Context: an optimization exercise on an open-source flow, tuned for small area and a short achievable clock period. The choices shown serve that exercise and are no tape-out recipe.
Where RTL was checked, it was by simulation tests only, not by an equivalence proof against the original.
No functional check of the RTL was part of runs 3 to 6.
No activity file was given, so power comes from the tool's default toggle rates.

### design.v
module row_ecc (
    input  wire        clk,
    input  wire        in_valid,
    input  wire [71:0] word,        
    input  wire        eraen,       
    input  wire [6:0]  ecol,        
    input  wire        wr,          
    input  wire [63:0] wdata,       
    input  wire [63:0] wmask,       
    output reg         out_valid,
    output reg  [71:0] rword,       
    output reg         ue,          
    output reg         upset,       
    output reg  [1:0]  ncorr,       
    output reg  [6:0]  ccol,        
    output reg         ecbad,       
    output reg  [71:0] wword        
);
    function [7:0] h;
        input [6:0] j;
        begin
            case (j)
                7'd0:  h = 8'h07; 7'd1:  h = 8'h0B; 7'd2:  h = 8'h0D; 7'd3:  h = 8'h0E;
                7'd4:  h = 8'h13; 7'd5:  h = 8'h15; 7'd6:  h = 8'h16; 7'd7:  h = 8'h19;
                7'd8:  h = 8'h1A; 7'd9:  h = 8'h1C; 7'd10: h = 8'h23; 7'd11: h = 8'h25;
                7'd12: h = 8'h26; 7'd13: h = 8'h29; 7'd14: h = 8'h2A; 7'd15: h = 8'h2C;
                7'd16: h = 8'h31; 7'd17: h = 8'h32; 7'd18: h = 8'h34; 7'd19: h = 8'h38;
                7'd20: h = 8'h43; 7'd21: h = 8'h45; 7'd22: h = 8'h46; 7'd23: h = 8'h49;
                7'd24: h = 8'h4A; 7'd25: h = 8'h4C; 7'd26: h = 8'h51; 7'd27: h = 8'h52;
                7'd28: h = 8'h54; 7'd29: h = 8'h58; 7'd30: h = 8'h61; 7'd31: h = 8'h62;
                7'd32: h = 8'h64; 7'd33: h = 8'h68; 7'd34: h = 8'h70; 7'd35: h = 8'h83;
                7'd36: h = 8'h85; 7'd37: h = 8'h86; 7'd38: h = 8'h89; 7'd39: h = 8'h8A;
                7'd40: h = 8'h8C; 7'd41: h = 8'h91; 7'd42: h = 8'h92; 7'd43: h = 8'h94;
                7'd44: h = 8'h98; 7'd45: h = 8'hA1; 7'd46: h = 8'hA2; 7'd47: h = 8'hA4;
                7'd48: h = 8'hA8; 7'd49: h = 8'hB0; 7'd50: h = 8'hC1; 7'd51: h = 8'hC2;
                7'd52: h = 8'hC4; 7'd53: h = 8'hC8; 7'd54: h = 8'hD0; 7'd55: h = 8'hE0;
                7'd56: h = 8'h1F; 7'd57: h = 8'h2F; 7'd58: h = 8'h37; 7'd59: h = 8'h3B;
                7'd60: h = 8'h3D; 7'd61: h = 8'h3E; 7'd62: h = 8'hF1; 7'd63: h = 8'hF2;
                7'd64: h = 8'h01; 7'd65: h = 8'h02; 7'd66: h = 8'h04; 7'd67: h = 8'h08;
                7'd68: h = 8'h10; 7'd69: h = 8'h20; 7'd70: h = 8'h40; 7'd71: h = 8'h80;
                default: h = 8'h00;
            endcase
        end
    endfunction
    function [7:0] encode;
        input [63:0] d;
        integer k;
        begin
            encode = 8'h00;
            for (k = 0; k < 64; k = k + 1)
                if (d[k]) encode = encode ^ h(k[6:0]);
        end
    endfunction
    reg [7:0] syn;
    integer j;
    always @(*) begin
        syn = 8'h00;
        for (j = 0; j < 72; j = j + 1)
            if (word[j]) syn = syn ^ h(j[6:0]);
    end
    wire       era_ok  = eraen && (ecol <= 7'd71);
    wire       era_bad = eraen && (ecol > 7'd71);
    wire [7:0] he      = h(ecol);
    reg  [71:0] flip;
    reg         correctable;
    always @(*) begin
        flip = 72'd0;
        correctable = 1'b0;
        if (syn == 8'h00)
            correctable = 1'b1;
        else begin
            for (j = 0; j < 72; j = j + 1) begin
                if (syn == h(j[6:0])) begin
                    flip[j] = 1'b1;
                    correctable = 1'b1;
                end
            end
            if (era_ok) begin
                for (j = 0; j < 72; j = j + 1) begin
                    if (j[6:0] != ecol && (syn ^ he) == h(j[6:0])) begin
                        flip[j] = 1'b1;
                        flip[ecol] = 1'b1;
                        correctable = 1'b1;
                    end
                end
            end
        end
    end
    wire [71:0] corrected = correctable ? word ^ flip : word;
    wire        full_write = wr && (wmask == {64{1'b1}});
    wire [63:0] merged     = full_write ? wdata : (wdata & wmask) | (corrected[63:0] & ~wmask);
    wire [71:0] written    = {encode(merged), merged};
    wire [71:0] made = correctable ? flip : 72'd0;
    reg [1:0] n_made;
    reg [6:0] first_made;
    always @(*) begin
        n_made = 2'd0;
        first_made = 7'd0;
        for (j = 71; j >= 0; j = j - 1) begin
            if (made[j]) begin
                n_made = n_made + 2'd1;
                first_made = j[6:0];
            end
        end
    end
    always @(posedge clk) begin
        out_valid <= in_valid;
        rword     <= corrected;
        ue        <= !correctable;
        upset     <= !correctable && !full_write;
        ncorr     <= n_made;
        ccol      <= first_made;
        ecbad     <= era_bad;
        wword     <= written;
    end
endmodule
### run.sh
#!/bin/bash
# synth_recipe.tcl (not shown) runs the flow's synth.tcl, then flattens the netlist and writes it again
# the make line also repeats each setting of config.mk as NAME=value (left out here)
make -C /OpenROAD-flow-scripts/flow DESIGN_CONFIG=/design/flow/config.mk WORK_HOME=/design/flow/orfs CLKGATE_MAP_FILE= SYNTH_SCRIPT=/design/flow/synth_recipe.tcl finish
### config.mk
export PLATFORM = sky130hd
export DESIGN_NAME = row_ecc
export DESIGN_NICKNAME = row_ecc
export VERILOG_FILES = /design/flow/design.v
export SDC_FILE = /design/flow/constraint.sdc
export NUM_CORES = 4
export LEC_CHECK = 0
export CAP_MARGIN = 20
export CORE_MARGIN = 2
export CORE_UTILIZATION = 30
export SLEW_MARGIN = 20
### constraint.sdc
create_clock -name core_clock -period 14.0 [get_ports {clk}]
set_input_delay 2.8000 -clock core_clock [delete_from_list [all_inputs] [get_ports {clk}]]
set_output_delay 2.8000 -clock core_clock [all_outputs]
set_load 0.01 [all_outputs]
==> run notes, run 1 <==
Status
The flow ran to the end and the layout has no timing, DRC or antenna violations.

Pwr
The worst-case IR drop observed on VDD is ~0.00030 V. The share of total power dissipated in combinational logic is 0.871. Internal power comes to 0.003108 W. The power spent charging and discharging nets is 0.004921 W.

Dividing total power by cell area gives a power density of 323.5 nW/um^2. The sequential power share is 0.069. The proportion of total power due to net switching is 0.6129. The share of total power dissipated in the clock network is 0.060. The leakage power figure is between 9 and 10 nW.

Setup path
The type of element capturing the critical path is a register. The maximum fanout along the worst path is 17. The worst setup path category is input pin to register. Counting stages on the worst path, the most repeated cell is xor2_1. At the worst endpoint, the required time is 14.33 ns. The worst setup path is launched from an input pin.

Among all stages on the critical path, the largest delay is contributed by clkdlybuf4s50_1. On the worst path, the slowest cell contributes a delay of 0.80 ns. For the worst setup path, the data arrival time is 12.79 ns.

Synth
For this run, the register share of the synthesized area comes to 0.1674. Of the total synthesized cell area, the portion taken by AND, OR, NAND and NOR gates is 0.2741. The net count after synthesis is 2707. The cell taking the most area after synthesis is dfxtp_1. Dividing the synthesized area by the synthesized cell count gives 7.571 sq um. In this run the cell area of the synthesized design comes to 18780 sq um.

The share of the synthesized area in compound gates (AO/OA/AOI/OAI) is 0.2008. The number of library cell types mapped by synthesis is between 100 and 150. The multiplexer share of the synthesized area is 0.04171.

Among all flip-flop cells after synthesis, the most frequent one is dfxtp_1. Synthesis produced 2480 cells. The area share of xor/xnor cells in the synthesized design is 0.2612. The combinational family with the most area after synthesis is simple AND/OR/NAND/NOR gates. The number of warnings issued by yosys is 1. Counting flops and latches in the post-synthesis netlist gives 157.

The synthesized design contains 0 enable-type register cells. The async set or reset register ratio after synthesis is 0. Of the total synthesized cell area, the portion taken by full adders, half adders and majority gates is 0.01226. Of the post-synthesis cell area, the dominant cell type holds 0.1674. Ranked by total cell area, the synthesized netlist is headed by dfxtp_1 (17%), xnor2_1 (15%), nor2_1 (5.1%).

Timing
The number of max-slew violations in the final report is 0. The worst path meets setup with about 1.5 ns of slack. The final count of hold timing violations was 0. Based on the critical path, the design can be clocked at up to around 80 MHz. The worst pin sits at a relative slew slack of 0.1459. The slew at the pin with the worst max-slew slack is 1.271 ns. The routed design could run at a clock period as short as 12.46 ns. The summed negative setup slack over all endpoints is 0 ns. The tightest hold margin is around 2.8 ns.

Setup repair after global routing left no endpoint under its margin. The final critical-path share of the clock period is 0.8902. Setup violations remaining at the end of the flow were counted as 0.

Finish
The library cells used most frequently in the layout, excluding fill and tap cells, are clkdlybuf4s50_1 (367), xnor2_1 (314), nor2_1 (253), nand2_1 (251), dfxtp_1 (157). Compared with the post-synthesis result, the final layout area differs by 32.19%. The number of nets in the layout is 3138.

After routing the design area is 24820 sq um. Of the cells placed in the final design, the portion with a size suffix greater than 1 is 0.1012. The library cell used most frequently in the layout, excluding fill and tap cells, is clkdlybuf4s50_1.

Drt
After detailed routing, the total wire length is 118.1 mm. The residual DRC count is 0. The average wire per standard cell is 31.33 um. The number of nets with antenna violations after routing is 0.

After detailed routing, the number of vias per cell comes to 5.984. The final route contains about 23k vias. The DRC violation total after the first TritonRoute iteration is 2699. The first TritonRoute pass finished after 6 iterations.

Global route
The number of global-route vias before repair came to 21.81k. Entering global routing, the biggest net connects 45 pins. The overall global routing resource usage is 0.3563. The total global routing overflow is 0. The first-pass GRT wire length is around 160 mm. The number of antenna violations at the first check in global routing is 10.

Floorplanning
Pin placement for this block handled 368 I/O pins. The floorplan die area is 64610 sq um. The floorplan die width is 254.2 um. Row generation in the floorplan step produced between 90 and 100 rows. The initial utilization of the core area, before any placement, comes to 0.3037. The total area inside the core boundary comes to a little over 60000 sq um. The y dimension of the die is around 250 um.

Clock network
CTS built an H-tree with a depth of 4. Clock tree synthesis inserted a total of 17 buffers. CTS saw roughly 160 sinks.

The hold-fix buffer count after cts is 0. The register clock-pin slew on the reported worst setup and hold paths is approximately 0.080 ns. Counting along the longest clock path gives a buffer depth of 2.

The post-cts repair resize count is 0. TritonCTS built the clock tree. The setup fix buffers added after clock tree synthesis is 0. The cell sitting at the root of the clock tree is a clkbuf_16.

Place
Once placement finished, the instance area stood at 24170 sq um. Once detailed placement completed, the half-perimeter wirelength came to ~100 mm. The congestion estimate from routability-driven global placement came to ~1.1. Prior to clock tree synthesis, the placed netlist has a worst setup slack of 1.333 ns. Port buffering added ~370 buffers.

Worst hold path
In this run the worst hold path is classified as input pin to register. The worst hold path stage count is 1.

Job
The tool flagged a number of max-cap violations equal to 0.
cells by family after synthesis:
logic type / after synthesis
AND/OR/NAND/NOR: 1032
multiplexers: 77
flip-flops: 157
XOR/XNOR: 463
adder cells (fa/ha/maj): 19
AO/OA/AOI/OAI: 539
buffers and inverters: 193
power groups by stage:
stage	Clock, W	Combinational [W]	Sequential, W
floorplan	0	0.00417	0.000594
global placement	0	0.00681	0.000563
detailed placement	0	0.00668	0.000564
CTS	0.000489	0.00671	0.000553
global route	0.000503	0.00728	0.000558
finish	0.000482	0.00699	0.000553
final cells by class:
cell class / instances / area [sq um]
inverters: 96 / 360.3
multi-input cells: 2130 / 14890
well taps: 837 / 1047
clock inverters: 15 / 188.9
flip-flops and latches: 157 / 3143
repair buffers: 509 / 4740
diodes: 9 / 22.52
fillers: 6475 / 37010
clock buffers: 17 / 425.4
flip-flops by register name, summed over array words and instances (netlist names):
name,flops
ccol,7
ecbad,1
ncorr,2
out_valid,1
rword,72
ue,1
upset,1
wword,72
through the flow:
stage	std cells	utilization	power (W)
6_report	3770	0.4015	0.008029
5_1_grt	3768	0.4014	0.008342
3_3_place_gp	3729	0.3909	0.007378
3_5_place_dp	3729	0.3910	0.007244
4_1_cts	3761	0.4009	0.007754
2_1_floorplan	2480	-	0.004766
Yosys cell counts (all sizes together), types with 36 or more instances:
| library cell | number |
|---|---|
| buf | 36 |
| nor3 | 95 |
| nand3 | 105 |
| mux2i | 67 |
| xor2 | 88 |
| inv | 95 |
| nor4 | 54 |
| nand2 | 255 |
| o22ai | 41 |
| a31oi | 37 |
| xnor3 | 37 |
| nor2 | 254 |
| and2 | 41 |
| xnor2 | 336 |
| clkbuf | 61 |
| dfxtp | 157 |
| o21ai | 113 |
| a21oi | 114 |
| nand4 | 60 |
final timing paths:
path	endpoint	from	slack (ns)
worst min-delay path	out_valid$_DFF_P_	in_valid	2.79
worst max-delay path	ncorr[1]$_DFF_P_	ecol[0]	1.54
critical path, delay by kind of cell:
kind | cells | cell delay, ns
AOI/OAI and AO/OA | 10 | 2.85
xor gates and xnor gates | 13 | 3.65
adders and majority gates | 1 | 0.53
buffers and inverters | 3 | 1.29
muxes | 1 | 0.23
and+or+nand+nor | 4 | 1.43
per-layer routing:
metal,global-route usage,wire [um]
met1,0.3967,41440
met2,0.5813,53560
met3,0.07512,11200
met4,0.3059,11870
met5,0,37
==> run 2, diff against run 1 <==
--- a/design.v
+++ b/design.v
@@ -15,5 +15,5 @@
     output reg  [6:0]  ccol,        
     output reg         ecbad,       
-    output reg  [71:0] wword        
+    output wire [71:0] wword        
 );
     function [7:0] h;
@@ -43,4 +43,41 @@
         end
     endfunction
+    integer j;
+    reg [7:0] syn;
+    always @(*) begin
+        syn = 8'h00;
+        for (j = 0; j < 72; j = j + 1)
+            if (word[j]) syn = syn ^ h(j[6:0]);
+    end
+    wire       era_ok = eraen && (ecol <= 7'd71);
+    wire [7:0] he     = h(ecol);
+    wire [7:0] s2     = syn ^ he;      
+    wire       nz     = |syn;
+    reg [71:0] m1, m2;
+    reg [6:0]  idx1, idx2;
+    reg        below;                  
+    always @(*) begin
+        idx1  = 7'd0;
+        idx2  = 7'd0;
+        below = 1'b0;
+        for (j = 0; j < 72; j = j + 1) begin
+            m1[j] = (syn == h(j[6:0]));
+            m2[j] = (s2  == h(j[6:0]));
+            if (m1[j]) idx1 = idx1 | j[6:0];
+            if (m2[j]) idx2 = idx2 | j[6:0];
+            if (m2[j] && j[6:0] < ecol) below = 1'b1;
+        end
+    end
+    wire single = |m1;
+    wire dbl    = era_ok && nz && (|m2);
+    reg [71:0] flip;
+    always @(*) begin
+        for (j = 0; j < 72; j = j + 1)
+            flip[j] = m1[j] | (m2[j] & era_ok & nz) | (dbl & (ecol == j[6:0]));
+    end
+    wire [71:0] corrected = word ^ flip;
+    wire        full_write = wr && (&wmask);
+    wire [63:0] merged     = (wdata & wmask) | (corrected[63:0] & ~wmask);
+    reg [63:0] merged_q;
     function [7:0] encode;
         input [63:0] d;
@@ -52,65 +89,14 @@
         end
     endfunction
-    reg [7:0] syn;
-    integer j;
-    always @(*) begin
-        syn = 8'h00;
-        for (j = 0; j < 72; j = j + 1)
-            if (word[j]) syn = syn ^ h(j[6:0]);
-    end
-    wire       era_ok  = eraen && (ecol <= 7'd71);
-    wire       era_bad = eraen && (ecol > 7'd71);
-    wire [7:0] he      = h(ecol);
-    reg  [71:0] flip;
-    reg         correctable;
-    always @(*) begin
-        flip = 72'd0;
-        correctable = 1'b0;
-        if (syn == 8'h00)
-            correctable = 1'b1;
-        else begin
-            for (j = 0; j < 72; j = j + 1) begin
-                if (syn == h(j[6:0])) begin
-                    flip[j] = 1'b1;
-                    correctable = 1'b1;
-                end
-            end
-            if (era_ok) begin
-                for (j = 0; j < 72; j = j + 1) begin
-                    if (j[6:0] != ecol && (syn ^ he) == h(j[6:0])) begin
-                        flip[j] = 1'b1;
-                        flip[ecol] = 1'b1;
-                        correctable = 1'b1;
-                    end
-                end
-            end
-        end
-    end
-    wire [71:0] corrected = correctable ? word ^ flip : word;
-    wire        full_write = wr && (wmask == {64{1'b1}});
-    wire [63:0] merged     = full_write ? wdata : (wdata & wmask) | (corrected[63:0] & ~wmask);
-    wire [71:0] written    = {encode(merged), merged};
-    wire [71:0] made = correctable ? flip : 72'd0;
-    reg [1:0] n_made;
-    reg [6:0] first_made;
-    always @(*) begin
-        n_made = 2'd0;
-        first_made = 7'd0;
-        for (j = 71; j >= 0; j = j - 1) begin
-            if (made[j]) begin
-                n_made = n_made + 2'd1;
-                first_made = j[6:0];
-            end
-        end
-    end
+    assign wword = {encode(merged_q), merged_q};
     always @(posedge clk) begin
         out_valid <= in_valid;
         rword     <= corrected;
-        ue        <= !correctable;
-        upset     <= !correctable && !full_write;
-        ncorr     <= n_made;
-        ccol      <= first_made;
-        ecbad     <= era_bad;
-        wword     <= written;
+        ue        <= !(single || dbl || !nz);
+        upset     <= !(single || dbl || !nz) && !full_write;
+        ncorr     <= single ? 2'd1 : dbl ? 2'd2 : 2'd0;
+        ccol      <= single ? idx1 : !dbl ? 7'd0 : below ? idx2 : ecol;
+        ecbad     <= eraen && (ecol > 7'd71);
+        merged_q  <= merged;
     end
 endmodule
==> run notes, run 2 <==
Pwr
Power spread over the standard cell area amounts to 319.2 nW/um^2. Of the total power, the share spent switching nets is 0.6419. The leakage power figure is 7.272 nW. The internal portion of the total power is 0.002346 W.

The sequential power share is 0.086. Across the VDD grid, the largest voltage drop is 0.0003264 V. The combinational share of power is 0.840. Of the total power, the clock network draws 0.074. For this design the total switching power over the nets is 0.004206 W. The total power draw is 0.006553 W.

Drt
Using the TritonRoute via totals, the vias-per-cell ratio works out to 6.411. Across all layers, the routed design uses 19.60k vias. The number of nets with antenna violations after routing is 0. The final layout contains routed wiring with a total length of roughly 110 mm. The DRC violation total after the first TritonRoute iteration is ~3.3k. After detailed routing, the average wire length per cell comes to 34.76 um.

Before antenna repair, the detailed router went through 7 iterations. The residual DRC count is 0.

Finish
The library cell used most frequently in the layout, excluding fill and tap cells, is clkdlybuf4s50_1. The largest registers in the layout are rword (72), merged_q (64), ccol (7). The filler cell count is 5293. The area occupied by multi-input gates is 11780 sq um.

In the layout the commonest cells are clkdlybuf4s50_1 (367), xnor2_1 (238), nor2_1 (191), nand2_1 (185), dfxtp_1 (149). In the final layout, the share of cells above drive strength 1 is 0.06782. Registers take 2983 sq um. The final layout contains approximately 2.6k nets. The flip-flop count of the largest register after layout is 72.

The register with the most flip-flops is rword. Relative to the synthesized area, the layout overhead comes to 32.08%.

Clock network
In this run, CTS created clock tree buffers numbering 17. The number of buffers on the longest clock path is 2. TritonCTS built the clock tree. Counting every sink on the clock net gives 149. After clock tree synthesis, the setup repair step added 0 buffers. In this run the clock root is driven by a clkbuf_16. The post-cts repair resize count is 0.

The clock tree synthesis step divided the H-tree into 4 levels. The hold-fix buffer count after cts is 0. After clock tree synthesis, the clock-pin slew on the worst setup and hold paths is 0.08 ns.

Timing
The worst max-slew margin expressed relative to the limit is 0.2092. In the final timing run, aggregate negative setup slack is 0 ns. The final count of hold timing violations is 0. The number of max-slew violations in the final report came to 0.

The final critical-path share of the clock period is 0.7279. The slew at the pin with the worst max-slew slack is approximately 1.2 ns. Setup repair after global routing left no endpoint under its margin. The worst path needs 10.19 ns of the cycle, external delays included.

Static timing analysis puts the maximum clock frequency at 98.13 MHz. The number of endpoints failing setup at the final stage is 0. The worst path meets setup with 3.810 ns of slack.

Place
The HPWL after detailed placement is 86.25 mm. The number of buffer cells added on primary ports is around 370. The placement-stage worst setup slack is 3.702 ns. At the end of routability-driven placement, the weighted congestion stood at 1.098.

Synth
The net count after synthesis is approximately 2.3k. The share of the synthesized area in compound gates (AO/OA/AOI/OAI) was 0.2634. The number of library cell types mapped by synthesis is 96. After synthesis, the share of cell area in mux cells is 0.01506. The most repeated cell in the gate-level netlist after synthesis is xnor2_1.

The number of warnings issued by yosys is 1. The async set or reset register ratio after synthesis is 0. Of the total synthesized cell area, the portion taken by AND, OR, NAND and NOR gates is 0.2513. The number of standard cells after synthesis is 2055. The commonest cells after synthesis are xnor2_1 (240), nor2_1 (191), nand2_1 (185), dfxtp_1 (149), a21oi_1 (115). The combinational family with the most area after synthesis is compound AO/OA/AOI/OAI gates. The post-synthesis adder-cell area fraction is 0.01047.

Of the total synthesized cell area, the portion taken by XOR and XNOR cells is 0.2151. The synthesized design contains about 150 register bits. The dominant synthesized flop cell is dfxtp_1. Ranked by total cell area, the synthesized netlist is headed by dfxtp_1 (19%), xnor2_1 (14%), nor2_1 (4.6%). The number of synthesized flops with an enable pin is 0.

A synthesized cell averages 7.563 sq um. The total standard cell area after synthesis is 15540 sq um. The fraction of synthesized cell area taken by the top area cell type is 0.1919. The share of synthesized area occupied by flip-flops and latches is 0.1919. The largest total area in the synthesized netlist belongs to dfxtp_1.

Worst hold path
The worst hold-check path type is input pin to register. The worst hold path begins at in_valid.

Floorplanning
Measured along the x axis, the die boundary spans 231.6 um. 368 I/O pins were placed. The effective utilization at floorplan is 0.3029. The initialized floorplan defines between 80 and 90 standard-cell rows. The die is 231.6 um tall. The area of the placeable core is 51300 sq um. The floorplan die area is 53640 sq um.

Setup path
STA classifies the critical path endpoint as a register. The data required time of the worst path is between 10 and 15 ns. STA puts the critical path data arrival time at between 10 and 15 ns. STA classifies the critical path startpoint as an input pin. The critical path starts at ecol[4]. Along the worst path, the maximum fanout reaches 30. The worst setup path category is input pin to register.

Status
The run finished with no timing, DRC or antenna violations.

Global route
The pin count of the biggest net entering global routing is 54. The overall global routing resource usage is 0.3832. The number of global-route vias before repair is approximately 18k.

The first-pass GRT wire length is 144.9 mm. The number of antenna violations at the first check in global routing is 6. The total global routing overflow is 0.

Job
The number of maximum-capacitance constraint violations is 0.
## run 2: layer usage
| metal | routed length (um) | vias to the layer above | part of all wire | GRT usage |
|---|---|---|---|---|
| met5 | 27 | - | 0.00025 | 0 |
| met4 | 7211 | 4 | 0.068 | 0.2226 |
| met3 | 11280 | 361 | 0.11 | 0.1004 |
| met2 | 46670 | 1539 | 0.44 | 0.5997 |
| met1 | 41060 | 9491 | 0.39 | 0.4739 |
| li1 | - | 8203 | - | - |
## run 2: critical path: stages
cell,delay (ns)
clkdlybuf4s50_1,0.45
buf_4,0.37
clkinv_1,0.76
nor2_1,1.16
a221o_1,0.32
o221ai_1,0.24
xor2_2,0.23
buf_4,0.29
nand2_1,0.61
nor2_1,0.41
a222oi_1,0.41
o211ai_1,0.22
or4_1,0.57
buf_4,0.28
o2111ai_1,0.50
a21boi_0,0.20
o31ai_1,0.60
## run 2: power groups by stage
stage	Combinational (W)	Clock, W	Sequential, W
after global placement	0.00534	0	0.000572
after global routing	0.00561	0.000504	0.000566
after detailed placement	0.00525	0	0.000571
after CTS	0.00527	0.000488	0.000562
final	0.00550	0.000485	0.000564
after floorplan	0.00313	0	0.000574
## run 2: cell type report
cell class / count / share of cell area
clock inverters: 15 / 0.008473
inverters: 67 / 0.01225
well taps: 680 / 0.04145
clock buffers: 17 / 0.02072
repair buffers: 418 / 0.1976
flip-flops and latches: 149 / 0.1453
diodes: 3 / 0.0003657
multi-input cells: 1708 / 0.5738
## run 2: cell families after synthesis
family / after synthesis
xor+xnor: 319
buf+inv: 198
fa+ha+maj: 13
flops: 149
simple gates: 771
mux: 19
compound gates: 586
## run 2: final timing paths
kind,to,cells past startpoint
setup / recovery,merged_q[3]$_DFF_P_,17
hold / removal,out_valid$_DFF_P_,1
## run 2: per-stage QoR
stage,hold slack [ns],util,instances,instance area (sq um)
after floorplan,2.828,-,2055,15540
after global placement,3.253,0.3882,3021,19910
after detailed placement,3.255,0.3883,3022,19920
after CTS,2.735,0.4000,3054,20520
after global routing,2.739,0.4001,3056,20520
final,2.745,0.4001,3057,20530
==> run 3, diff against run 2 <==
--- a/design.v
+++ b/design.v
@@ -9,9 +9,9 @@
     input  wire [63:0] wmask,       
     output reg         out_valid,
-    output reg  [71:0] rword,       
+    output wire [71:0] rword,       
     output reg         ue,          
     output reg         upset,       
-    output reg  [1:0]  ncorr,       
-    output reg  [6:0]  ccol,        
+    output wire [1:0]  ncorr,       
+    output wire [6:0]  ccol,        
     output reg         ecbad,       
     output wire [71:0] wword        
@@ -51,33 +51,52 @@
     end
     wire       era_ok = eraen && (ecol <= 7'd71);
-    wire [7:0] he     = h(ecol);
-    wire [7:0] s2     = syn ^ he;      
     wire       nz     = |syn;
-    reg [71:0] m1, m2;
-    reg [6:0]  idx1, idx2;
-    reg        below;                  
+    wire [7:0] s2     = syn ^ h(ecol);    
+    wire       g2     = era_ok && nz;
+    wire [15:0] lo1, hi1, lo2, hi2;
+    genvar v;
+    generate
+        for (v = 0; v < 16; v = v + 1) begin : g_nib
+            assign lo1[v] = (syn[3:0] == v);
+            assign hi1[v] = (syn[7:4] == v);
+            assign lo2[v] = (s2[3:0] == v);
+            assign hi2[v] = (s2[7:4] == v) && g2;
+        end
+    endgenerate
+    reg [71:0] m1, m2, f;
+    reg [6:0]  idx;                       
+    reg [7:0]  c;
     always @(*) begin
-        idx1  = 7'd0;
-        idx2  = 7'd0;
-        below = 1'b0;
+        idx = 7'd0;
         for (j = 0; j < 72; j = j + 1) begin
-            m1[j] = (syn == h(j[6:0]));
-            m2[j] = (s2  == h(j[6:0]));
-            if (m1[j]) idx1 = idx1 | j[6:0];
-            if (m2[j]) idx2 = idx2 | j[6:0];
-            if (m2[j] && j[6:0] < ecol) below = 1'b1;
+            c     = h(j[6:0]);
+            m1[j] = lo1[c[3:0]] && hi1[c[7:4]];
+            m2[j] = lo2[c[3:0]] && hi2[c[7:4]];
+            f[j]  = m1[j] || m2[j];
+            if (f[j]) idx = idx | j[6:0];
         end
     end
     wire single = |m1;
-    wire dbl    = era_ok && nz && (|m2);
-    reg [71:0] flip;
-    always @(*) begin
-        for (j = 0; j < 72; j = j + 1)
-            flip[j] = m1[j] | (m2[j] & era_ok & nz) | (dbl & (ecol == j[6:0]));
+    wire dbl    = |m2;
+    wire ok     = single || dbl || !nz;
+    wire [71:0] rpart = word ^ f;
+    wire [63:0] mpart = (wdata & wmask) | (rpart[63:0] & ~wmask);
+    reg [71:0] rpart_q;
+    reg [63:0] mpart_q;
+    reg [6:0]  idx_q, ecol_q;
+    reg        single_q, dbl_q, dblm_q;
+    always @(posedge clk) begin
+        out_valid <= in_valid;
+        ue        <= !ok;
+        upset     <= !ok && !(wr && (&wmask));
+        ecbad     <= eraen && (ecol > 7'd71);
+        rpart_q   <= rpart;
+        mpart_q   <= mpart;
+        idx_q     <= idx;
+        ecol_q    <= ecol;
+        single_q  <= single;
+        dbl_q     <= dbl;
+        dblm_q    <= dbl && (ecol < 7'd64) && !wmask[ecol[5:0]];
     end
-    wire [71:0] corrected = word ^ flip;
-    wire        full_write = wr && (&wmask);
-    wire [63:0] merged     = (wdata & wmask) | (corrected[63:0] & ~wmask);
-    reg [63:0] merged_q;
     function [7:0] encode;
         input [63:0] d;
@@ -89,14 +108,15 @@
         end
     endfunction
-    assign wword = {encode(merged_q), merged_q};
-    always @(posedge clk) begin
-        out_valid <= in_valid;
-        rword     <= corrected;
-        ue        <= !(single || dbl || !nz);
-        upset     <= !(single || dbl || !nz) && !full_write;
-        ncorr     <= single ? 2'd1 : dbl ? 2'd2 : 2'd0;
-        ccol      <= single ? idx1 : !dbl ? 7'd0 : below ? idx2 : ecol;
-        ecbad     <= eraen && (ecol > 7'd71);
-        merged_q  <= merged;
+    reg [71:0] fe, fem;
+    always @(*) begin
+        for (j = 0; j < 72; j = j + 1) begin
+            fe[j]  = dbl_q  && (ecol_q == j[6:0]);
+            fem[j] = dblm_q && (ecol_q == j[6:0]);
+        end
     end
+    wire [63:0] lanes = mpart_q ^ fem[63:0];
+    assign rword = rpart_q ^ fe;
+    assign wword = {encode(lanes), lanes};
+    assign ncorr = {dbl_q, single_q};
+    assign ccol  = single_q ? idx_q : !dbl_q ? 7'd0 : (idx_q < ecol_q) ? idx_q : ecol_q;
 endmodule
==> flow/run.sh (new file) <==
#!/bin/bash
set -o pipefail
export BUFFER_PORTS_ARGS="-buffer_cell sky130_fd_sc_hd__buf_1"
export SETUP_SLACK_MARGIN=8
bash standard.sh > standard.log 2>&1
==> standard.sh (new file) <==
#!/bin/bash
# synth_recipe.tcl (not shown) runs the flow's synth.tcl, then flattens the netlist and writes it again
# the make line also repeats each setting of config.mk as NAME=value (left out here)
make -C /OpenROAD-flow-scripts/flow DESIGN_CONFIG=/design/flow/config.mk WORK_HOME=/design/flow/orfs CLKGATE_MAP_FILE= SYNTH_SCRIPT=/design/flow/synth_recipe.tcl "${@:-finish}"
--- a/config.mk
+++ b/config.mk
@@ -10,2 +10,3 @@
 export CORE_UTILIZATION = 30
 export SLEW_MARGIN = 20
+export TNS_END_PERCENT = 0
removed: run.sh
==> run notes, run 3 <==
Drt
Dividing the detail-routed via count by the number of cells gives approximately 5.7. The detailed router finished its first iteration with between 1.5k and 2k violations. Summed over all layers, the routed wires come to 88.26 mm. The number of nets with antenna violations after routing is 0. The residual DRC count is 0. The detailed router placed 16.00k vias in this run. The average wire per standard cell is approximately 32 um. The first TritonRoute pass finished after 6 iterations.

Synth
In the post-synthesis netlist, the biggest area contributors are dfxtp_1 (22%), xnor2_1 (19%), xor2_1 (9.0%). Of the total synthesized cell area, the portion taken by full adders, half adders and majority gates is 0.01485. The flip-flop and latch count after synthesis is 157. Of the total synthesized cell area, the portion taken by AND, OR, NAND and NOR gates is 0.1802. The synthesized design contains 0 enable-type register cells. The number of library cell types mapped by synthesis is 86. Counting flops with an async set or reset pin after synthesis yields a share of 0. The multiplexer share of the synthesized area is 0.08770. The fraction of synthesized cell area taken by the top area cell type is 0.2194. Sorting the synthesized cells by how often they occur yields xnor2_1 (318), nand2_1 (179), dfxtp_1 (157), xor2_1 (147), nor2_1 (131). The cell taking the most area after synthesis is dfxtp_1. In the post-synthesis netlist, the cell with the most instances is xnor2_1. The number of warnings issued by yosys is 1. The area share of xor/xnor cells in the synthesized design is 0.3444.

The average instance in the mapped netlist occupies ~8.5 sq um. The share of synthesized area occupied by flip-flops and latches is 0.2194. The most used flip-flop cell after synthesis is dfxtp_1. Synthesis produced 1684 cells.

After synthesis, the largest family of logic cells by area is XOR/XNOR gates. The total standard cell area after synthesis is 14320 sq um. The share of the synthesized area in compound gates (AO/OA/AOI/OAI) is 0.1132. The number of nets in the synthesized netlist is 1912.

Finish
The register with the most flip-flops is rpart_q. At the end of the flow the core is filled with cells to 0.4275. After routing the design area is approximately 20000 sq um. The relative area change from synthesis to final layout is 41.59%. The library cells used most frequently in the layout, excluding fill and tap cells, are buf_1 (308), xnor2_1 (267), nand2_1 (160), dfxtp_1 (153), buf_4 (141). The number of antenna diodes in the final layout is 0. For this run, the post-layout net count is 2401. The largest registers in the layout are rpart_q (72), mpart_q (64).

The register with the most flip-flops in the layout has 72 of them. The filler cell count is 4814. The library cell used most frequently in the layout, excluding fill and tap cells, is buf_1.

Of the cells placed in the final design, the portion with a size suffix greater than 1 is 0.2777.

Pwr
The total power draw is 0.005247 W. The total power divided by cell area is 258.7 nW/um^2. The leakage power figure is 7.679 nW. The peak supply drop is 0.0001543 V.

Floorplanning
The die is 222.5 um tall. The initial utilization of the core area, before any placement, comes to 0.3019. The area of the placeable core is 47450 sq um. The floorplan die area is 49510 sq um. In this run the horizontal extent of the chip is 222.5 um. In this run the count of I/O pins placed on the die edge is 368. The number of rows created at floorplan is 80.

Global route
The number of antenna violations at the first check in global routing is 3. The first global-routing pass estimated 119.3 mm of wire. For this run, the total global-route usage over all layers was measured as 0.3453.

Entering global routing, the biggest net connects 43 pins. The number of global-route vias before repair came to approximately 15k. Global routing finished with a remaining overflow of 0.

Timing
The final critical-path share of the clock period is 0.4568. Based on the critical path, the design can be clocked at up to 156.4 MHz. Setup repair after global routing could not meet its margin everywhere. Setup violations remaining at the end of the flow were counted as 0. Setup total negative slack on the finished layout was measured at 0 ns. For the pin with the worst max-slew slack, the measured transition is a little over 0.9 ns. After layout, the worst setup slack is 7.605 ns.

The clock period minus worst slack is 6.395 ns. The worst pin sits at a relative slew slack of 0.3734. The number of max-slew violations in the final report is 0. The final count of hold timing violations is 0.

Place
The placement-stage worst setup slack is ~5.7 ns. Routability-driven placement finished with a final weighted congestion of 1.047. The HPWL after detailed placement is 72.64 mm. In this run the cell area measured after placement is around 17000 sq um. The number of buffer cells added on primary ports is 367.

Clock network
The number of buffers on the longest clock path is 2. The register clock-pin slew on the reported worst setup and hold paths is 0.07 ns. The maximum level of the CTS H-tree is 4. The total number of clock tree sinks is around 160.

TritonCTS built the clock tree. The clock buffer count from CTS is 17. The CTS root buffer is clkbuf_16.

Job
The number of maximum-capacitance constraint violations is 0.

Setup path
The arrival time at the worst endpoint is 6.70 ns. The worst setup path is launched from an input pin. The worst setup path category is input pin to register.

The maximum fanout along the worst path is 5. Data on the critical path is required at its endpoint by 14.30 ns. The type of element capturing the critical path is a register.

Worst hold path
The worst hold-check path type is input pin to register.

Status
The flow ran to the end and the layout has no timing, DRC or antenna violations.
-- run 3: path summary, 6_finish.rpt --
| check | startpoint | end | slack [ns] | depth (start not counted) |
|---|---|---|---|---|
| max | ecol[1] | idx_q[5]$_SDFF_PP1_ | 7.60 | 17 |
| min | in_valid | out_valid$_DFF_P_ | 2.43 | 1 |
-- run 3: per-stage QoR --
stage | hold slack (ns) | cells
3_3_place_gp | 2.891 | 2626
2_1_floorplan | 2.828 | 1684
6_report | 2.428 | 2801
4_1_cts | 2.415 | 2777
3_5_place_dp | 2.896 | 2626
5_1_grt | 2.416 | 2801
-- run 3: kinds of logic (layout without fill, tap and decap cells) --
family,after synthesis,count (layout)
AOI/OAI and AO/OA,231,233
xor gates and xnor gates,504,505
adders and majority gates,17,17
buffers and inverters,146,645
DFF,157,157
muxes,91,91
and+or+nand+nor,538,538
-- run 3: power breakdown --
| group | switching (W) | total, W | internal (W) |
|---|---|---|---|
| Clock | 0.000230 | 0.000469 | 0.000239 |
| Sequential | 0.0000553 | 0.000582 | 0.000527 |
| Combinational | 0.00252 | 0.00420 | 0.00167 |
-- run 3: what timing repair did --
action	4_1_cts	5_1_grt
hold buffers	0	0
resized for setup	339	52
pin swaps	72	32
buffers inserted	115	23
gates cloned	4	1
setup endpoints to repair	163	143
-- run 3: routing by layer --
layer,track usage,vias to the layer above,part of all wire,routed length (um)
met5,0,-,0.00015,13
met4,0.1697,2,0.056,4985
met3,0.06308,221,0.092,8079
met2,0.5604,1094,0.46,40460
met1,0.4407,7890,0.39,34720
li1,-,6797,-,-
-- run 3: critical path, stage by stage --
cell and delay [ns]:
buf_8 0.11, buf_12 0.12, clkinvlp_4 0.12, buf_6 0.13
ha_4 0.12, inv_1 0.05, mux4_2 0.47, o211ai_1 0.23
a32oi_2 0.22, xnor3_2 0.54, buf_6 0.17, nand2_4 0.10
nor3_4 0.09, a31o_4 0.25, or4_4 0.59, nor4b_4 0.36
nand4_1 0.18
-- run 3: final cells by class --
type / count / area [sq um] / share of cell area
clock buffer: 17 / 425.4 / 0.02098
multi-input combinational: 1384 / 12460 / 0.6144
timing repair buffer: 526 / 2970 / 0.1465
tap: 615 / 769.5 / 0.03794
sequential: 157 / 3151 / 0.1553
inverter: 87 / 341.6 / 0.01684
clock inverter: 15 / 162.7 / 0.008020
==> run 4, diff against run 3 <==
==> flow/run.sh (replaced) <==
#!/bin/bash
set -o pipefail
export BUFFER_PORTS_ARGS="-buffer_cell sky130_fd_sc_hd__buf_1"
export SETUP_SLACK_MARGIN=7
bash standard.sh > standard.log 2>&1
==> run notes, run 4 <==
Drt
The number of nets with antenna violations after routing is 0. The residual DRC count is 0. The detailed-route via count is around 15k.

The via-per-instance ratio is approximately 5.8. The average wire per standard cell is about 31 um. Before antenna repair, the detailed router went through 6 iterations. The DRC violation total after the first TritonRoute iteration is 2112.

The routed wire length is 82.93 mm.

Floorplanning
The area of the placeable core is about 47000 sq um. The die covers a little under 50000 sq um. From left edge to right edge, the die measures between 200 and 250 um. The number of rows created at floorplan is 80. The count of boundary I/O pins is around 370. The y dimension of the die is 222.5 um. The effective utilization at floorplan is 0.3019.

Clock network
The CTS root buffer is clkbuf_16. The H-tree was split into 4 levels. The TritonCTS clock tree is done. The longest clock path from root to sink contains 2 buffers. Clock-pin slew was measured on the worst setup and hold paths at roughly 0.070 ns. The clock buffer count from CTS is 17.

The total number of clock tree sinks is 157.

Pwr
The power spent charging and discharging nets is 0.002308 W. The proportion of total power due to net switching is 0.5640. The sequential power share is 0.141. The share of total power dissipated in combinational logic is 0.749. Power spread over the standard cell area amounts to 236.2 nW/um^2. Summing internal, switching and leakage power gives 0.004093 W. The peak supply drop is 0.0002522 V. The clock share of power is 0.110. The internal power consumption is between 0.0015 and 0.002 W. Summed over all cells, the static leakage comes to about 6.3 nW.

Setup path
Data on the critical path is required at its endpoint by 14.28 ns. STA puts the critical path data arrival time at 7.43 ns. The worst setup path endpoint is idx_q[3]$_SDFF_PP1_. The timing startpoint of the critical path is word[38]. The worst setup path category is input pin to register.

The worst setup path is captured at a register. STA classifies the critical path startpoint as an input pin. Along the worst path, the maximum fanout reaches 24.

Synth
For this run, the number of Yosys warnings is 1. The number of standard cells after synthesis is 1684. After synthesis, the most frequently instantiated cells are xnor2_1 (318), nand2_1 (179), dfxtp_1 (157), xor2_1 (147), nor2_1 (131). The share of the Yosys chip area taken by registers is 0.2194.

When the netlist entered floorplanning its net count stood at 1912. In the post-synthesis netlist, the cell with the most instances is xnor2_1. The synthesized design contains 0 enable-type register cells.

Of the post-synthesis cell area, the dominant cell type holds 0.2194. The synthesized area divided by synthesized cell count is 8.506 sq um. The most used flip-flop cell after synthesis is dfxtp_1. In the synthesized netlist the async set-or-reset flop fraction comes to 0. Ranked by total cell area, the synthesized netlist is headed by dfxtp_1 (22%), xnor2_1 (19%), xor2_1 (9.0%). Summing every instance area after synthesis gives ~14000 sq um. The synthesized design spends more area on one cell type than any other, namely dfxtp_1. The flip-flop and latch count after synthesis is 157. The netlist uses 86 different library cells.

Finish
The largest registers in the layout are rpart_q (72), mpart_q (64). The number of nets in the layout is 2265. The finished layout cell area is 17330 sq um. The filler cell count is 5019. The area growth from synthesis to layout is 20.96%. The most common cell after layout, fill and taps aside is buf_1. The library cells used most frequently in the layout, excluding fill and tap cells, are buf_1 (360), xnor2_1 (307), nand2_1 (176), dfxtp_1 (157), xor2_1 (139). The share of post-route cells with drive strength above 1 is 0.1093. The register with the most flip-flops is rpart_q. The flip-flop count of the largest register after layout is 72.

Timing
The slew at the pin with the worst max-slew slack is 0.9299 ns. The summed negative setup slack over all endpoints is 0 ns. Setup violations remaining at the end of the flow were counted as 0.

The fmax is approximately 140 MHz. The final count of hold timing violations was 0. The number of max-slew violations in the final report was 0. The final critical-path share of the clock period is 0.5109. In this run the tightest slew margin relative to its limit is 0.3778. Final hold analysis gives a worst-case slack of between 2 and 2.5 ns.

The clock period minus worst slack is about 7.2 ns. Setup repair after global routing could not meet its margin everywhere.

Job
The number of maximum-capacitance constraint violations is 0.

Worst hold path
In this run the worst hold path is classified as input pin to register. Counting instances, the worst hold path has a depth of 1.

Global route
Entering global routing, the biggest net connects 43 pins. The total global routing overflow is 0. The number of antenna violations at the first check in global routing is 3. The overall global routing resource usage is 0.3218.

The first global-routing pass estimated around 110 mm of wire. The number of global-route vias before repair is 14.30k.

Status
The flow ran to the end and the layout has no timing, DRC or antenna violations.

Place
The placed standard-cell area is approximately 16000 sq um. The routability congestion estimate from global placement is about 1.1. The HPWL after detailed placement is 70.45 mm. The number of buffer cells added on primary ports is 367.
[run 4: cell counts after synthesis]
No cell type changed its count.
[run 4: power by group through the flow]
stage / Clock (W) / Combinational, W / Sequential, W
2_1_floorplan: 0 / 0.00190 / 0.000563
3_3_place_gp: 0 / 0.00288 / 0.000585
3_5_place_dp: 0 / 0.00284 / 0.000586
4_1_cts: 0.000446 / 0.00289 / 0.000576
5_1_grt: 0.000463 / 0.00321 / 0.000581
6_report: 0.000449 / 0.00307 / 0.000579
[run 4: area by class of cell]
| type | instances | area (sq um) | share of cell area |
|---|---|---|---|
| well taps | 615 | 769.5 | 0.04441 |
| inverters | 87 | 330.3 | 0.01906 |
| multi-input cells | 1381 | 10960 | 0.6323 |
| repair buffers | 393 | 1593 | 0.09193 |
| flip-flops and latches | 157 | 3143 | 0.1814 |
| clock buffers | 20 | 436.7 | 0.02520 |
| diodes | 3 | 7.507 | 0.0004333 |
| clock inverters | 12 | 91.34 | 0.005272 |
[run 4: through the flow]
stage,utilization,std cells,setup slack (ns)
5_1_grt,0.3650,2665,6.855
3_5_place_dp,0.3453,2626,5.688
3_3_place_gp,0.3453,2626,5.592
6_report,0.3652,2668,6.848
4_1_cts,0.3592,2660,6.803
2_1_floorplan,-,1684,7.055
[run 4: how the worst min path moves through the flow]
| stage | startpoint | to | slack, ns |
|---|---|---|---|
| 3_3_place_gp | in_valid | out_valid$_DFF_P_ | 2.89 |
| 4_1_cts | in_valid | out_valid$_DFF_P_ | 2.43 |
| 2_1_floorplan | ecol[0] | ecol_q[0]$_DFF_P_ | 2.83 |
| 5_1_grt | in_valid | out_valid$_DFF_P_ | 2.43 |
| 3_5_place_dp | in_valid | out_valid$_DFF_P_ | 2.90 |
| 6_report | in_valid | out_valid$_DFF_P_ | 2.44 |
[run 4: metal layers]
layer | wire length, um | vias to the layer above | GRT usage
li1 | - | 6518 | -
met1 | 33910 | 7529 | 0.4246
met2 | 37410 | 1091 | 0.5157
met3 | 7639 | 218 | 0.05475
met4 | 3972 | 0 | 0.1414
met5 | 0 | - | 0
[run 4: worst max-delay path: stages]
cell and delay (ns):
buf_1 0.39, xnor2_1 0.19, xnor2_2 0.31, xnor3_1 0.42
xnor3_1 0.39, buf_6 0.30, nand2b_2 0.25, a211o_4 0.50
nand3_4 0.24, nor3_2 0.13, a31o_1 0.27, or4_1 0.63
nor4b_2 0.40, nand3_1 0.19
[run 4: repair_timing]
item                                    in CTS  in global routing
buffers inserted                             2                  5
hold endpoints to repair                     0                  0
endpoints found under the setup margin      86                 59
hold buffers                                 0                  0
gates resized for setup                     22                 41
pin swaps                                    2                  1
[run 4: kinds of logic after synthesis]
kind of cell    share of synthesized area
mux                               0.08770
fa+ha+maj                         0.01485
compound gates                     0.1132
simple gates                       0.1802
xor+xnor                           0.3444
flops                              0.2194
buf+inv                           0.04018
==> run 5, diff against run 4 <==
--- a/design.v
+++ b/design.v
@@ -10,6 +10,6 @@
     output reg         out_valid,
     output wire [71:0] rword,       
-    output reg         ue,          
-    output reg         upset,       
+    output wire        ue,          
+    output wire        upset,       
     output wire [1:0]  ncorr,       
     output wire [6:0]  ccol,        
@@ -79,5 +79,4 @@
     wire single = |m1;
     wire dbl    = |m2;
-    wire ok     = single || dbl || !nz;
     wire [71:0] rpart = word ^ f;
     wire [63:0] mpart = (wdata & wmask) | (rpart[63:0] & ~wmask);
@@ -85,9 +84,9 @@
     reg [63:0] mpart_q;
     reg [6:0]  idx_q, ecol_q;
-    reg        single_q, dbl_q, dblm_q;
+    reg        single_q, dbl_q, nz_q, fw_q, ume_q;
     always @(posedge clk) begin
         out_valid <= in_valid;
-        ue        <= !ok;
-        upset     <= !ok && !(wr && (&wmask));
+        nz_q      <= nz;
+        fw_q      <= wr && (&wmask);
         ecbad     <= eraen && (ecol > 7'd71);
         rpart_q   <= rpart;
@@ -97,5 +96,5 @@
         single_q  <= single;
         dbl_q     <= dbl;
-        dblm_q    <= dbl && (ecol < 7'd64) && !wmask[ecol[5:0]];
+        ume_q     <= (ecol < 7'd64) && !wmask[ecol[5:0]];
     end
     function [7:0] encode;
@@ -108,9 +107,12 @@
         end
     endfunction
+    wire dblm = dbl_q && ume_q;      
+    assign ue    = nz_q && !single_q && !dbl_q;
+    assign upset = nz_q && !single_q && !dbl_q && !fw_q;
     reg [71:0] fe, fem;
     always @(*) begin
         for (j = 0; j < 72; j = j + 1) begin
             fe[j]  = dbl_q  && (ecol_q == j[6:0]);
-            fem[j] = dblm_q && (ecol_q == j[6:0]);
+            fem[j] = dblm && (ecol_q == j[6:0]);
         end
     end
==> flow/run.sh (replaced) <==
#!/bin/bash
set -o pipefail
export BUFFER_PORTS_ARGS="-buffer_cell sky130_fd_sc_hd__buf_1"
export SETUP_SLACK_MARGIN=8
bash standard.sh > standard.log 2>&1
==> run notes, run 5 <==
Synth
The area share of xor/xnor cells in the synthesized design is 0.3384. By count the netlist is led by xnor2_1 (344), nor2_1 (170), dfxtp_1 (157), nand2_1 (118), xor2_1 (105). Counting flops with a built-in enable in the synthesized netlist gives 0. The multiplexer share of the synthesized area is 0.08867. The share of synthesized cell area in and, or, nand and nor gates is 0.1704. The net count after synthesis is 1866.

The number of standard cells after synthesis is between 1.5k and 2k. After synthesis, the share of flip-flops with an asynchronous set or reset is 0. Ranked by total cell area, the synthesized netlist is headed by dfxtp_1 (22%), xnor2_1 (21%), xor2_1 (6.5%). The combinational family with the most area after synthesis is XOR/XNOR gates. The fraction of synthesized cell area taken by the top area cell type is 0.2225. The netlist uses between 80 and 90 different library cells. The number of warnings issued by yosys is 1. The share of the synthesized area in compound gates (AO/OA/AOI/OAI) is 0.1209. For this run, the register share of the synthesized area comes to 0.2225.

The most repeated cell in the gate-level netlist after synthesis is xnor2_1. The cell taking the most area after synthesis is dfxtp_1. Of the total synthesized cell area, the portion taken by full adders, half adders and majority gates is 0.01718. The dominant synthesized flop cell is dfxtp_1. The flip-flop and latch count after synthesis is between 150 and 200.

The synthesized area divided by synthesized cell count is 8.623 sq um. The total standard cell area after synthesis is 14120 sq um.

Drt
The DRC violation total after the first TritonRoute iteration is 2123. The number of nets with antenna violations after routing is 0. The detailed router placed 16.41k vias in this run. For this run, design rule violations remaining after detail routing come to 0. For this run, the detailed router's first-pass iteration total came to 6. After detailed routing, the average wire length per cell comes to ~32 um. The routed wire length is 90.60 mm. The via-per-instance ratio is 5.821.

Timing
The clock period minus worst slack is 6.150 ns. The summed negative setup slack over all endpoints is 0 ns. The final count of hold timing violations is 0. The number of endpoints failing setup at the final stage is 0. The worst max-slew margin expressed relative to the limit is 0.3312. The slew at the pin with the worst max-slew slack is 0.9940 ns.

The worst-case setup margin in the final layout is 7.850 ns. The fmax is 162.6 MHz. Setup repair after global routing could not meet its margin everywhere. Of the available clock period, the critical path in the final layout requires 0.4393.

The number of max-slew violations in the final report is 0.

Finish
Compared with the post-synthesis result, the final layout area differs by 53.46%. The multi-input combinational cells in the finished layout cover a total of 13290 sq um. The number of nets in the layout is about 2.4k. The most common cell after layout, fill and taps aside is buf_1. The flip-flop and latch area is 3163 sq um. In the layout the commonest cells are buf_1 (306), xnor2_1 (218), buf_4 (203), dfxtp_1 (149), nor2_1 (124).

In the final layout, the registers with the most flip-flops are rpart_q (72), mpart_q (64). The share of post-route cells with drive strength above 1 is 0.3732. The register with the most flip-flops in the layout has 72 of them. The finished cells cover 21680 sq um.

The count of cells in the finished layout, fillers not included, comes to 2819. The layout has 4443 filler cells. More flip-flops sit in one register than any other, and that register is rpart_q.

Job
Across the run, the number of max-cap violations was 0.

Pwr
The share of total power dissipated in combinational logic is 0.801. In this run the static leakage power is 8.526 nW. The clock share of power is 0.091.

Summed over all nets, the switching power comes to 0.002945 W. The proportion of total power due to net switching is 0.5410. The sequential power share is 0.108. The internal portion of the total power is 0.002499 W. The total power divided by cell area is about 250 nW/um^2.

The peak supply drop is 0.0003077 V.

Floorplanning
In this run the horizontal extent of the chip is ~220 um. For this design the top-level I/O count stands at 368. The effective utilization at floorplan is 0.3034. Row generation in the floorplan step produced a little under 80 rows.

The floorplan step defined a die boundary enclosing 48830 sq um. The core region is 46560 sq um. The y dimension of the die is 221.0 um.

Setup path
The arrival time at the worst endpoint is ~6.5 ns. STA puts the critical path data required time at 14.39 ns. STA classifies the critical path endpoint as a register. The worst setup path endpoint is mpart_q[6]$_DFF_P_. In this run the worst path has a maximum fanout of 5. In this run the worst setup path begins at word[31]. The worst setup path category is input pin to register. The worst setup path is launched from an input pin.

Clock network
The maximum level of the CTS H-tree is 4. Hold repair after CTS inserted 0 buffers. The CTS root buffer is clkbuf_16. The clock drives 157 sinks.

After clock tree synthesis, the clock-pin slew on the worst setup and hold paths is 0.08 ns. The clock buffer count from CTS is 17. The number of buffers on the longest clock path is 2. TritonCTS built the clock tree.

Place
The routability congestion estimate from global placement is 1.069. Once placement finished, the instance area stood at roughly 16000 sq um. The HPWL after detailed placement is about 73 mm. In this run the tool buffered the top-level ports with approximately 370 buffer cells.

The number of cells in the design after placement is 2578. The placement-stage worst setup slack is roughly 5.6 ns.

Worst hold path
The path class of the tightest hold or removal check is input pin to register.

Status
The flow ran to the end and the layout has no timing, DRC or antenna violations.

Global route
The number of global-route vias before repair is 15.94k. In the global route stage, overall resource usage came out at 0.3545. After global routing the overflow that remains totals 0. The first global-routing pass estimated around 120 mm of wire. The number of antenna violations at the first check in global routing is 4. The pin count of the biggest net entering global routing is 45.
-- run 5: changes by cell type after synthesis, sizes merged, moves of 23 or more --
| cell | previous run | this run |
|---|---|---|
| xor2 | 149 | 107 |
| nand2 | 179 | 119 |
| o22ai | 46 | 7 |
| xnor2 | 327 | 350 |
| a22oi | 11 | 53 |
| nor2 | 131 | 174 |
-- run 5: how the worst min path moves through the flow --
stage	start	endpoint	slack (ns)	depth (start not counted)
6_report	in_valid	out_valid$_DFF_P_	2.45	1
5_1_grt	in_valid	out_valid$_DFF_P_	2.46	1
4_1_cts	in_valid	out_valid$_DFF_P_	2.44	1
3_5_place_dp	in_valid	out_valid$_DFF_P_	2.90	1
3_3_place_gp	in_valid	out_valid$_DFF_P_	2.90	1
2_1_floorplan	ecol[0]	ecol_q[0]$_DFF_P_	2.83	0
-- run 5: kinds of logic (layout without fill, tap and decap cells) --
logic type / after synthesis / count (layout)
AOI/OAI and AO/OA: 232 / 232
and+or+nand+nor: 502 / 503
buffers and inverters: 146 / 713
other: 0 / 4
DFF: 157 / 157
xor gates and xnor gates: 488 / 490
adders and majority gates: 20 / 20
muxes: 93 / 93
-- run 5: through the flow --
stage	total power [W]	util	hold slack [ns]
after detailed placement	0.003505	0.3497	2.904
after global routing	0.005598	0.4654	2.459
after floorplan	0.002425	-	2.828
final	0.005445	0.4656	2.446
after CTS	0.004942	0.4317	2.440
after global placement	0.003529	0.3492	2.901
-- run 5: critical path: stages --
cell and delay (ns):
buf_1 0.38, xnor2_1 0.25, xnor2_2 0.23, xnor2_1 0.34, xor3_2 0.50, buf_4 0.18, nor2_1 0.25, nand2_1 0.32
nor2_2 0.34, a22oi_2 0.16, xnor2_1 0.51, mux2_2 0.27
-- run 5: repair_timing --
item	in CTS	in global routing
cloned	3	2
setup buffers	126	74
pin swaps	73	90
resized for setup	385	207
endpoints found under the hold margin	0	0
endpoints found under the setup margin	161	131
-- run 5: cell type report --
cell class	count	share of cell area
Sequential cell	157	0.1459
Clock buffer	17	0.01963
Inverter	84	0.01559
Antenna cell	4	0.0004618
Clock inverter	15	0.008889
Multi-Input combinational cell	1338	0.6130
Tap cell	607	0.03504
Timing Repair Buffer	597	0.1615
-- run 5: power groups by stage --
stage          Clock [W]  Sequential [W]  Combinational (W)
2_1_floorplan          0        0.000562            0.00186
3_3_place_gp           0        0.000581            0.00295
3_5_place_dp           0        0.000582            0.00292
4_1_cts         0.000496        0.000580            0.00387
5_1_grt         0.000513        0.000591            0.00449
6_report        0.000496        0.000586            0.00436
-- run 5: layer usage --
layer	wire length (um)	track usage
met5	28	0
met4	6918	0.2130
met3	9366	0.08485
met2	39910	0.5565
met1	34370	0.4406
==> run 6, diff against run 5 <==
==> flow/run.sh (replaced) <==
#!/bin/bash
set -o pipefail
export BUFFER_PORTS_ARGS="-buffer_cell sky130_fd_sc_hd__buf_1"
export SETUP_SLACK_MARGIN=7.5
bash standard.sh > standard.log 2>&1
--- a/config.mk
+++ b/config.mk
@@ -9,4 +9,5 @@
 export CORE_MARGIN = 2
 export CORE_UTILIZATION = 30
+export GPL_TIMING_DRIVEN = 1
 export SLEW_MARGIN = 20
 export TNS_END_PERCENT = 0
==> run notes, run 6 <==
Status
The run finished with no timing, DRC or antenna violations.

Timing
The final count of hold timing violations is 0. The final critical-path share of the clock period is 0.4769. The fmax is approximately 150 MHz.

Setup violations remaining at the end of the flow were counted as 0. The tightest hold margin is around 2.4 ns. The clock period minus worst slack is between 6 and 7 ns.

At the pin with the least slew margin, the transition time is about 1.0 ns. Setup repair after global routing could not meet its margin everywhere. The summed negative setup slack over all endpoints is 0 ns. The worst max-slew margin expressed relative to the limit is 0.3099. The number of max-slew violations in the final report was 0.

Synth
In the post-synthesis netlist, the biggest area contributors are dfxtp_1 (22%), xnor2_1 (21%), xor2_1 (6.5%). For this run, the number of Yosys warnings is 1. In this run, distinct cell masters in the synthesized netlist total 89. Counting flops with an async set or reset pin after synthesis yields a share of 0. Synthesis produced around 1.6k cells. The cell taking the most area after synthesis is dfxtp_1. In this run, synthesis inferred 0 flip-flops with an integrated enable. The share of synthesized area in the top cell type comes to 0.2225.

Counting every net in the synthesized netlist gives about 1.9k. The total standard cell area after synthesis is between 10000 and 15000 sq um. In the synthesized netlist, the cells that appear most often are xnor2_1 (344), nor2_1 (170), dfxtp_1 (157), nand2_1 (118), xor2_1 (105).

The synthesized area divided by synthesized cell count is 8.623 sq um. The synthesized design contains 157 register bits. For this run, the register share of the synthesized area comes to 0.2225. The most repeated cell in the gate-level netlist after synthesis is xnor2_1.

The most used flip-flop cell after synthesis is dfxtp_1.

Setup path
The critical path is of the input pin to register type. The type of element launching the critical path is an input pin. Of all nets on the critical path, the largest fanout is 9. The data required time of the worst path is 14.39 ns. The signal on the critical path passes through buf_2, xnor3_1, xnor3_2, xnor3_2, xnor2_4, nand2_1, nor2_1, a22oi_2, xnor2_1, mux2_2.

The slowest library cell on the worst path is nor2_1. At the worst endpoint, the arrival time is just over 7 ns. The largest single stage delay on the critical path is 0.85 ns. The most common cell type on the critical path is xnor3_2. The worst setup path is captured at a register.

Global route
Global routing finished with a remaining overflow of 0. The first-pass GRT wire length is roughly 120 mm. The number of antenna violations at the first check in global routing came to 3.

For this run, the total global-route usage over all layers was measured as 0.3418. The number of global-route vias before repair came to 14.91k. Entering global routing, the biggest net connects 45 pins.

Finish
The largest registers in the layout are rpart_q (72), mpart_q (64). In the layout the commonest cells are buf_1 (356), xnor2_1 (302), nor2_1 (166), dfxtp_1 (153), nand2_1 (111). Of the cells placed in the final design, the portion with a size suffix greater than 1 is 0.1878. The register with the most flip-flops in the layout has 72 of them. The filler cell count is roughly 4.8k. The number of nets in the layout is 2270.

The relative area change from synthesis to final layout is 29.60%. The library cell used most frequently in the layout, excluding fill and tap cells, is buf_1. The final non-filler cell total is approximately 2.7k.

The register with the most flip-flops is rpart_q.

Drt
Dividing the detail-routed via count by the number of cells gives 5.772. The average wire per standard cell is 32.64 um. The number of iterations in the first detailed-routing pass is 6. The DRC violation total after the first TritonRoute iteration is 2091. The residual DRC count is 0.

The detailed-route via count is 15.39k. The number of nets with antenna violations after routing is 0. After detailed routing, the total wire length is a little under 90 mm.

Job
The number of maximum-capacitance constraint violations is 0.

Floorplanning
The initial utilization of the core area, before any placement, comes to 0.3034. The y dimension of the die is about 220 um. The die is 221.0 um wide. The floorplan die area is 48830 sq um. The area of the placeable core is 46560 sq um.

about 370 I/O pins were placed. The number of rows created at floorplan is 79.

Pwr
The peak supply drop is 0.0002064 V. The leakage power figure is 6.792 nW. Summing internal, switching and leakage power gives 0.004546 W.

For this design the ratio of total power to cell area is 248.3 nW/um^2.

Clock network
In this run, post-CTS hold repair placed 0 buffers. The root buffer cell chosen for the clock tree is clkbuf_16. The TritonCTS clock tree is done.

The clock buffer count from CTS is 17. The clock passes through at most 2 buffers. For this design, the sink count on the clock tree is between 150 and 200.

Clock-pin slew was measured on the worst setup and hold paths at 0.07 ns. The maximum level of the CTS H-tree is 4.

Place
The number of placed instances, taps included, is 2581. The routability congestion estimate from global placement is 1.129. Buffers placed on the I/O ports in this run total ~370. The wire-length estimate of the detail-placed layout is 72.10 mm.

Worst hold path
The path class of the tightest hold or removal check is input pin to register.
## run 6: path summary, 6_finish.rpt
kind | from | to | cells past startpoint
max | word[2] | mpart_q[11]$_DFF_P_ | 10
min | in_valid | out_valid$_DFF_P_ | 1
## run 6: layer usage
metal | up-vias | GRT usage | share of wire
met5 | - | 0 | 0
met4 | 0 | 0.2065 | 0.071
met3 | 274 | 0.06971 | 0.096
met2 | 1179 | 0.5446 | 0.45
met1 | 7450 | 0.4250 | 0.39
li1 | 6486 | - | -
## run 6: final cells by class
cell class / count / area, sq um / area share
multi-input cells: 1336 / 11380 / 0.6217
repair buffers: 446 / 2057 / 0.1124
inverters: 84 / 324.1 / 0.01770
clock inverters: 13 / 181.4 / 0.009910
well taps: 607 / 759.5 / 0.04149
clock buffers: 19 / 442.9 / 0.02420
diodes: 4 / 10.01 / 0.0005468
flip-flops and latches: 157 / 3151 / 0.1721
## run 6: logic make-up (layout without fill, tap and decap cells)
logic type	count (synthesis)	count (layout)	synth area share
mux	93	93	0.08867
xor+xnor	488	488	0.3384
other cells	0	4	0
buf+inv	146	562	0.04190
compound gates	232	232	0.1209
flops	157	157	0.2225
fa+ha+maj	20	20	0.01718
simple gates	502	503	0.1704
## run 6: where the power goes
group | internal [W] | leakage, nW | switching [W] | total [W]
combinational | 0.00117 | 5.17 | 0.00229 | 0.00346
sequential | 0.000527 | 1.32 | 0.0000542 | 0.000581
clock | 0.000291 | 0.296 | 0.000219 | 0.000510
total | 0.00199 | 6.79 | 0.00256 | 0.00455
## run 6: timing repair
item / 4_1_cts / 5_1_grt
setup buffers: 27 / 21
gates resized for setup: 99 / 73
endpoints found under the hold margin: 0 / 0
pin swaps: 10 / 10
gates cloned: 0 / 1
setup endpoints to repair: 153 / 130
## run 6: worst max-delay path, delay by kind of cell
family          cells  cell delay [ns]
buf+inv             1             0.22
mux                 1             0.24
xor+xnor            5             2.31
simple gates        2             1.14
compound gates      1             0.35
## run 6: per-stage QoR
step	cell area, sq um	utilization	worst slack [ns]
after CTS	17710	0.3804	7.353
after detailed placement	16280	0.3497	5.300
after global routing	18300	0.3930	7.338
after floorplan	14120	-	7.727
after global placement	16280	0.3496	5.158
final	18310	0.3932	7.323

==> static timing again, ports no longer ideal <==
Ports are ideal in the flow. The routed layouts listed here were re-timed in OpenROAD.
Step 1 sets driving cells, clkbuf_16 on the clock port and buf_2 on the other inputs (assumed; they add their load-dependent delay and slew).
Step 2 also shifts input and output timing later by t, the mid clock arrival at the registers, as if the neighbouring blocks saw the same clock.
Slacks: ideal ports / drivers / drivers and shift; pairs: ideal ports / drivers.
| run | t, ns | setup slack, ns | worst hold slack (ns) | pins driven straight from the clock port |
|---|---|---|---|---|
| run 1 | 0.502 | 1.537 / 1.575 / 1.073 | 2.795 / 2.760 / 3.262 | 1 |
| run 2 | 0.546 | 3.810 / 3.848 / 3.301 | 2.745 / 2.704 / 3.251 | 1 |
| run 3 | 0.520 | 7.605 / 7.615 / 7.095 | 2.428 / 2.392 / 2.912 | 1 |
| run 4 | 0.500 | 6.848 / 6.876 / 6.375 | 2.442 / 2.413 / 2.914 | 1 |
| run 5 | 0.502 | 7.850 / 7.875 / 7.374 | 2.446 / 2.417 / 2.919 | 1 |
| run 6 | 0.508 | 7.323 / 7.357 / 6.849 | 2.444 / 2.412 / 2.920 | 1 |
After both steps every run listed still meets setup and hold. For run 3, which loses most, drivers alone change the setup slack by +0.010 ns; drivers and shift together by -0.510 ns.
